What follows belongs to an exercise in optimizing a design on an open flow for small area, a short achievable clock period and few clock cycles; a production flow would make more cautious choices.
At most, simulation tests tie the RTL to the original design; equivalence was not proved.

// pass_comparator
module pass_comparator (
    input  wire        clk,
    input  wire        rst,
    input  wire        start,
    input  wire        coded,       
    input  wire [1:0]  trap,        
    input  wire [1:0]  trap_tag,    
    input  wire [7:0]  p_len,       
    input  wire [7:0]  k_len,       
    output wire        ready,
    output reg         rd_en,
    output wire [6:0]  rd_addr,
    input  wire [63:0] p_value,
    input  wire [19:0] p_lii,
    input  wire [1:0]  p_tag,
    input  wire [63:0] k_value,
    input  wire [19:0] k_lii,
    input  wire [1:0]  k_tag,
    output reg         done,
    output reg  [3:0]  verdict,
    output reg  [7:0]  word,
    output wire [63:0] sig
);
Size: roughly 2800 cells after synthesis, roughly 230 flip-flops, roughly 280 I/O pins, roughly 24000 um2 of cells after synthesis.
Settings: LEC_CHECK=0, CAP_MARGIN=20, CORE_MARGIN=2, CORE_UTILIZATION=40, SLEW_MARGIN=20, SYNTH_HIERARCHICAL=1; clock period 70.0 ns.
standard.sh (not shown) runs the stock make flow with config.mk's settings and CLKGATE_MAP_FILE= SYNTH_SCRIPT=/design/flow/synth_recipe.tcl, a recipe that flattens the netlist after the stock synthesis.
==> flow/flow/run.sh <==
#!/bin/bash
# The standard layout (standard.sh, its synthesis unchanged), except that
# every input and output port is buffered by a plain buf_1 (repair may resize
# it) instead of the delay buffer buffer_ports picks by itself.
# Each step's full output goes to a log file of its own here.
set -euo pipefail
bash standard.sh synth > synth.log 2>&1
export BUFFER_PORTS_ARGS="-buffer_cell sky130_fd_sc_hd__buf_1"
bash standard.sh floorplan > floorplan.log 2>&1
bash standard.sh place > place.log 2>&1
bash standard.sh cts > cts.log 2>&1
bash standard.sh route > route.log 2>&1
bash standard.sh finish > finish.log 2>&1
Testbench counts at the start, summed over its fixed seeds: cycles 28,851.
Rerun with:
--- a/flow/design.v
+++ b/flow/design.v
@@ -160,59 +160,63 @@
         ncrc    <= md ? {~crc_next[63:17], r_next} :
                    (cv2 && busy) ? ~crc_next : 64'd0;
         mcnt    <= md ? mcnt + 5'd1 : 5'd0;
         if (idle) begin
             n       <= p_len[6:0];
             full    <= coded;
             a       <= 7'd0;
             verdict <= v_start;
             word    <= 8'hFF;
-        end else if (md) begin
-            if (md_end) begin
-                verdict <= k_code ? V_VALUE : V_CODE;
-                word    <= {1'b0, a};
-            end
-        end else begin
-            a <= to_md ? am2 : a + 7'd1;
-            if (fail) begin
-                verdict <= wv;
-                word    <= {1'b0, am2};
-            end else if (last) begin
-                verdict <= V_PASS;
-                word    <= 8'hFF;
-            end
         end
-    end
-    always @(posedge clk) begin
         if (rst) begin
             idle      <= 1'b1;
             md        <= 1'b0;
             rd_en     <= 1'b0;
             chk_valid <= 1'b0;
             cv2       <= 1'b0;
             done      <= 1'b0;
         end else begin
             chk_valid <= rd_en && !md;
             cv2       <= chk_valid && busy && !md;
+            done      <= 1'b0;
             if (idle) begin
                 done  <= start && imm;
                 idle  <= !start || imm;
                 rd_en <= start && !imm;
             end else if (md) begin
-                done  <= md_end;
-                idle  <= md_end;
-                md    <= !md_end;
                 rd_en <= 1'b0;
+                if (md_end) begin
+                    done    <= 1'b1;
+                    idle    <= 1'b1;
+                    md      <= 1'b0;
+                    verdict <= k_code ? V_VALUE : V_CODE;
+                    word    <= {1'b0, a};
+                end
             end else begin
-                done  <= fail || (last && !to_md);
-                idle  <= fail || (last && !to_md);
-                md    <= to_md;
-                rd_en <= to_md || (rd_en && (a + 7'd1 != n) && !fail && !last);
+                a     <= a + 7'd1;
+                rd_en <= rd_en && (a + 7'd1 != n);
+                if (to_md) begin
+                    md    <= 1'b1;
+                    a     <= am2;
+                    rd_en <= 1'b1;
+                end else if (fail) begin
+                    done    <= 1'b1;
+                    idle    <= 1'b1;
+                    rd_en   <= 1'b0;
+                    verdict <= wv;
+                    word    <= {1'b0, am2};
+                end else if (last) begin
+                    done    <= 1'b1;
+                    idle    <= 1'b1;
+                    rd_en   <= 1'b0;
+                    verdict <= V_PASS;
+                    word    <= 8'hFF;
+                end
             end
         end
     end
 endmodule
 module int_check (input wire [63:0] p, input wire [63:0] k, input wire [63:0] e, output wire eq);
     wire [63:0] q   = {p[59:0], 4'd0};
     wire [63:0] ia  = ~(e ^ q);
     wire [63:0] ib  = {(k[62:0] & q[62:0]) | (~p[62:0] & (k[62:0] | q[62:0])), 1'b1};
     wire [63:0] ic  = {p[47:0], 16'd0};
After rerunning:
- non-clock buffer count is higher by 23
- final cell count came out higher by 3.5%
- final area increases by 2.0%
- via count rises by 3.6%
- clock-buffer cell count increases by 1
- die area increases by 1.6%
- worst hold slack gets worse by 7.0 ps
Function not checked in the second run of this note: the RTL went through the layout flow alone.

afterwards: timing with drivers on the ports:
No port has a modelled driver above. Below, the same layouts with a new extraction and two added sets of constraints.
Step 1: set_driving_cell puts a clkbuf_16 on clk and a buf_2 on each other input, an assumption about the parent block.
Step 2 moves the port delays by t, midway between the first and last clock arrival at a register: inputs arrive t later, outputs are due t later. That takes back most of the time a late clock gives input paths.
Three values: ideal, step 1, step 2; two values: the first two.
run	t, ns	setup WS [ns]	worst setup path after step 2	clock arrival spread, ns
the first run	0.648	54.632 / 54.570 / 54.322	input to register	0.030 / 0.030
the second run	0.660	54.544 / 54.479 / 53.984	input to register	0.025 / 0.026
After both steps setup and hold are still met in every run listed. For the second run, which loses most, drivers alone change the setup slack by -0.065 ns; drivers and shift together by -0.560 ns.
